Background: an optimization exercise with open tools, aiming at small area, a short achievable clock period and few clock cycles per item. Do not read the settings as production practice. At most, simulation tests tie the RTL to the original design; equivalence was not proved. Power figures rest on the tool's default switching activity, not on a simulated workload.

Setup of the baseline:
// anvil_bus_mac
module anvil_bus_mac (
    input  wire        clk,
    input  wire        rst,
    input  wire        in_valid,
    output wire        in_ready,
    input  wire [39:0] in_sample,    
    input  wire [23:0] in_gain,      
    input  wire        in_last,
    output reg         out_valid,
    input  wire        out_ready,
    output reg  [39:0] out_value,    
    output reg         out_clip
);
    localparam [39:0] MAX40 = 40'h7F_FFFF_FFFF;
    localparam [39:0] MIN40 = 40'h80_0000_0000;
    reg en, ei, rdy;
    assign in_ready = rdy;
    wire [24:0] gx = {in_gain, 1'b0};
    wire [11:0] dneg, done_, dtwo;
    genvar j;
    generate for (j = 0; j < 12; j = j + 1) begin : g_booth
        wire b2 = gx[2*j+2], b1 = gx[2*j+1], b0 = gx[2*j];
        assign dneg[j]  = b2;
        assign done_[j] = b1 ^ b0;
        assign dtwo[j]  = (b2 & ~b1 & ~b0) | (~b2 & b1 & b0);
    end endgenerate
    wire in_pneg = (in_sample[39] ^ in_gain[23]) & (|in_sample) & (|in_gain);
    reg [39:0] s_r;
    reg [11:0] bneg, bone, btwo;
    reg        pneg;
    reg        i_v, i_l;
    always @(posedge clk) begin
        if (ei) begin
            s_r  <= in_sample;
            bneg <= dneg;
            bone <= done_;
            btwo <= dtwo;
            pneg <= in_pneg;
            i_l  <= in_last;
        end
        if (rst)      i_v <= 1'b0;
        else if (rdy) i_v <= in_valid;
    end
    wire [42:0] sx = {{2{s_r[39]}}, s_r, 1'b0};
    wire [41:0] pp0 = (({42{bone[0]}} & sx[42:1]) | ({42{btwo[0]}} & sx[41:0])) ^ {42{bneg[0]}};
    wire [41:0] pp1 = (({42{bone[1]}} & sx[42:1]) | ({42{btwo[1]}} & sx[41:0])) ^ {42{bneg[1]}};
  ...
Size in the first run: ~4400 cells after synthesis, ~320 flip-flops, roughly 110 I/O pins.
Settings: LEC_CHECK=0, ABC_AREA=1, CAP_MARGIN=20, CORE_MARGIN=2, CORE_UTILIZATION=40, PLACE_DENSITY=0.6, SLEW_MARGIN=60; clock period 18.0 ns.
run.sh (not shown) runs the stock make flow with config.mk's settings and CLKGATE_MAP_FILE= SYNTH_SCRIPT=/design/flow/synth_recipe.tcl, a recipe that flattens the netlist after the stock synthesis.
The baseline: flow completed, timing, DRC and antenna clean
Changes in the candidate relative to the baseline:
- swapping 60 for 20 in SLEW_MARGIN
==> comparison <==
When the final numbers for the baseline and the candidate were put side by side, the post-layout worst setup margin turned out to be smaller in the candidate.
As far as number of hold violations in the final report goes, the baseline and the candidate are indistinguishable; the numbers are identical.
Summary — worst-margin pin slew, the candidate relative to the baseline: higher, by 600 ps.
Summary: with the baseline as the reference, standard cell area after detailed placement in the candidate moved down slightly.
Cell area | the candidate vs the baseline | the candidate smaller
The all-layer global routing usage on the candidate is in line with that on the baseline.
NOTE total via count after detailed routing the baseline->the candidate decreased slightly
Changes observed in the candidate relative to the baseline: overall power after layout now smaller; routed wirelength normalized by instance count comparable.
No functional check of the RTL was part of any run of this note.

Setup of alpha:
Another version of the RTL of anvil_bus_mac (not shown whole).
Size in the first run: about 3000 cells after synthesis, ~110 I/O pins, roughly 32000 µm² of cells after synthesis.
==> flow/design.v (excerpt) <==
module anvil_bus_mac (
    input  wire        clk,
    input  wire        rst,
    input  wire        in_valid,
    output wire        in_ready,
    input  wire [39:0] in_sample,    
    input  wire [23:0] in_gain,      
    input  wire        in_last,
    output reg         out_valid,
    input  wire        out_ready,
    output reg  [39:0] out_value,    
    output reg         out_clip
);
==> flow/config.mk <==
export PLATFORM = sky130hd
export DESIGN_NAME = anvil_bus_mac
export DESIGN_NICKNAME = anvil_bus_mac
export VERILOG_FILES = /design/flow/design.v
export SDC_FILE = /design/flow/constraint.sdc
export NUM_CORES = 4
export LEC_CHECK = 0
export ABC_AREA = 1
export CAP_MARGIN = 20
export CORE_MARGIN = 2
export CORE_UTILIZATION = 40
export PLACE_DENSITY = 0.6
export SLEW_MARGIN = 60
export SYNTH_HIERARCHICAL = 1
==> flow/constraint.sdc <==
create_clock -name core_clock -period 18.0 [get_ports {clk}]
set_input_delay 3.6000 -clock core_clock [delete_from_list [all_inputs] [get_ports {clk}]]
set_output_delay 3.6000 -clock core_clock [all_outputs]
set_load 0.01 [all_outputs]
standard.sh (not shown) runs the stock make flow with config.mk's settings and CLKGATE_MAP_FILE= SYNTH_SCRIPT=/design/flow/synth_recipe.tcl, a recipe that flattens the netlist after the stock synthesis.
==> flow/flow/run.sh <==
#!/bin/bash
# The standard layout, except:
# - buffer_ports gives the ports sky130_fd_sc_hd__buf_2 buffers instead of
#   the delay buffers it picks by default (every port still gets a buffer);
# - repair_timing works to a setup slack margin, so that it improves the
#   paths that already meet the clock period. The clock, its period and the
#   constraints are the standard flow's.
set -euo pipefail
bash standard.sh "BUFFER_PORTS_ARGS=-buffer_cell sky130_fd_sc_hd__buf_2" "SETUP_SLACK_MARGIN=13.3" finish > standard.log 2>&1
Testbench counts of alpha, summed over its fixed seeds: cycles 79,310, items 4,800.
> inputs changed (alpha -> beta)
# alpha
export LEC_CHECK = 0
export ABC_AREA = 1
export CAP_MARGIN = 20
export CORE_MARGIN = 2
export CORE_UTILIZATION = 40
export PLACE_DENSITY = 0.6
export SLEW_MARGIN = 60
export SYNTH_HIERARCHICAL = 1
create_clock -name core_clock -period 18.0 [get_ports {clk}]
# beta
export LEC_CHECK = 0
export ABC_AREA = 1
export CAP_MARGIN = 20
export CORE_MARGIN = 2
export CORE_UTILIZATION = 40
export CTS_CLUSTER_DIAMETER = 100
export CTS_CLUSTER_SIZE = 24
export PLACE_DENSITY = 0.75
export SLEW_MARGIN = 20
export SYNTH_HIERARCHICAL = 1
create_clock -name core_clock -period 18.0 [get_ports {clk}]
Results
- beta: done, clean on timing, DRC and antenna
- Comparing alpha against beta, there is no change at all in count of unresolved DRC violations after routing.
- alpha has lower register clock-pin slew on the reported worst setup and hold paths than beta.
- Peak supply drop: alpha and beta compared, higher one is alpha
- Looking only at register fraction of the total cell area, and setting everything else aside, the lower value of alpha and beta goes to alpha.
- From alpha to beta the numbers moved as follows: wire length of the first global-routing pass shrank by 4.7%, number of cells after detailed placement now sits at about the same level, final cell count lost 45, highest cell delay on the worst timing path stayed essentially flat.
- Of alpha and beta, the run reporting the higher number of buffers added for setup after CTS was alpha.
- Per the comparison of beta with alpha, wire length fell by about 6%, design area fell by 950 µm².
#### Input delta (gamma over beta)
# beta
export LEC_CHECK = 0
export ABC_AREA = 1
export CAP_MARGIN = 20
export CORE_MARGIN = 2
export CORE_UTILIZATION = 40
export CTS_CLUSTER_DIAMETER = 100
export CTS_CLUSTER_SIZE = 24
export PLACE_DENSITY = 0.75
export SLEW_MARGIN = 20
export SYNTH_HIERARCHICAL = 1
create_clock -name core_clock -period 18.0 [get_ports {clk}]
# gamma
export LEC_CHECK = 0
export ABC_AREA = 1
export CAP_MARGIN = 20
export CORE_MARGIN = 2
export CORE_UTILIZATION = 40
export PLACE_DENSITY = 0.6
export SLEW_MARGIN = 60
export SYNTH_HIERARCHICAL = 1
create_clock -name core_clock -period 18.0 [get_ports {clk}]
==> flow/flow/run.sh <==
#!/bin/bash
# The standard layout, except that buffer_ports gives the ports
# sky130_fd_sc_hd__buf_2 buffers instead of the delay buffers it picks by
# default. Every port still gets its own buffer.
set -euo pipefail
bash standard.sh "BUFFER_PORTS_ARGS=-buffer_cell sky130_fd_sc_hd__buf_2" finish > standard.log 2>&1
### Flow results
Taking beta as the reference point, the final-layout clock-cell area share of gamma rises by 1.6 points.
beta → gamma: final cell area excluding filler cells shows an increase of 810 µm²; non-clock buffer count in the final layout shows an increase of about 5.3%.
The total power of gamma exceeds that of beta by about 3.8%.
Setup changes, gamma to delta
# gamma
export LEC_CHECK = 0
export ABC_AREA = 1
export CAP_MARGIN = 20
export CORE_MARGIN = 2
export CORE_UTILIZATION = 40
export PLACE_DENSITY = 0.6
export SLEW_MARGIN = 60
export SYNTH_HIERARCHICAL = 1
create_clock -name core_clock -period 18.0 [get_ports {clk}]
# delta
export LEC_CHECK = 0
export ABC_AREA = 1
export CAP_MARGIN = 20
export CORE_MARGIN = 2
export CORE_UTILIZATION = 40
export CTS_CLUSTER_DIAMETER = 150
export CTS_CLUSTER_SIZE = 32
export PLACE_DENSITY = 0.6
export SLEW_MARGIN = 60
export SYNTH_HIERARCHICAL = 1
create_clock -name core_clock -period 18.0 [get_ports {clk}]
==> flow/flow/run.sh <==
#!/bin/bash
# The standard layout, except:
# - buffer_ports gives the ports sky130_fd_sc_hd__buf_2 buffers instead of
#   the delay buffers it picks by default (every port still gets a buffer);
# - repair_timing works to a setup slack margin, so that it improves the
#   paths that already meet the clock period. The clock, its period and the
#   constraints are the standard flow's.
set -euo pipefail
bash standard.sh "BUFFER_PORTS_ARGS=-buffer_cell sky130_fd_sc_hd__buf_2" "SETUP_SLACK_MARGIN=13.3" finish > standard.log 2>&1
[summary]
gamma and delta ended up with roughly the same instance count after placement with tap cells included.
In delta the number of buffers created by CTS turned out 25 lower than in gamma.
delta vs. gamma: worst voltage drop across the vdd grid went down 20%, share of post-route cells with drive strength above 1 went down 0.88 points.
Modified inputs, epsilon compared to delta
# delta
export LEC_CHECK = 0
export ABC_AREA = 1
export CAP_MARGIN = 20
export CORE_MARGIN = 2
export CORE_UTILIZATION = 40
export CTS_CLUSTER_DIAMETER = 150
export CTS_CLUSTER_SIZE = 32
export PLACE_DENSITY = 0.6
export SLEW_MARGIN = 60
export SYNTH_HIERARCHICAL = 1
create_clock -name core_clock -period 18.0 [get_ports {clk}]
# epsilon
export LEC_CHECK = 0
export ABC_AREA = 1
export CAP_MARGIN = 20
export CORE_MARGIN = 2
export CORE_UTILIZATION = 50
export CTS_CLUSTER_DIAMETER = 100
export CTS_CLUSTER_SIZE = 24
export PLACE_DENSITY = 0.65
export SLEW_MARGIN = 20
export SYNTH_HIERARCHICAL = 1
create_clock -name core_clock -period 18.0 [get_ports {clk}]
## What came out
Taking delta as the reference, in epsilon share of total power in sequential cells fell by 1.0 points, power rose by 260 µW. For the aggregate routed wire length, epsilon came in about 2% lower than delta did. Worst setup slack for epsilon: 0.017 ns up relative to delta. Diff delta -> epsilon | average wire per standard cell | up by a few percent. Between delta and epsilon, the difference in post-cts resize count is negligible. The switching portion of total power was comparable across delta and epsilon. Of the two values seen for start point of the critical path, out_value[0] was produced by epsilon and out_value[17] by delta. Clock power on epsilon is behind delta. On final RePlAce weighted congestion, epsilon tracks delta almost exactly. epsilon: number of cells in the design after placement is 211 lower than what delta reported. Max met3 routing resource usage after global routing across delta and epsilon: epsilon.

separate check: timing with driven ports:
No port has a modelled driver above. Below, the same layouts with a new extraction and two added sets of constraints. Step 1 (the two cells are an assumption about what drives the block):
set clk [get_ports {clk}]
set_driving_cell -lib_cell sky130_fd_sc_hd__clkbuf_16 $clk
set_driving_cell -lib_cell sky130_fd_sc_hd__buf_2 [delete_from_list [all_inputs] $clk]
Step 2 adds t to the input delays and takes it off the output delays; t is the mean of the earliest and latest rising clock arrival at the registers after step 1. Input paths then give back, and output paths get back, about the clock's delay inside the block. Three values: ideal, step 1, step 2; two values: the first two.
run | t, ns | slack for setup (ns) | cell pins on the clock port's net
the baseline | 0.657 | 12.933 / 12.864 / 12.565 | 1
the candidate | 0.645 | 12.364 / 12.364 / 12.364 | 1
alpha | 0.639 | 13.238 / 13.172 / 13.296 | 1
beta | 0.621 | 13.250 / 13.193 / 13.031 | 1
gamma | 0.643 | 13.197 / 13.131 / 13.241 | 1
delta | 0.621 | 13.264 / 13.195 / 13.327 | 1
epsilon | 0.628 | 13.281 / 13.221 / 12.939 | 1
After both steps every run listed still meets setup and hold. The setup slack of the baseline, which loses most, moves by -0.069 ns with the drivers and by -0.368 ns with both steps.
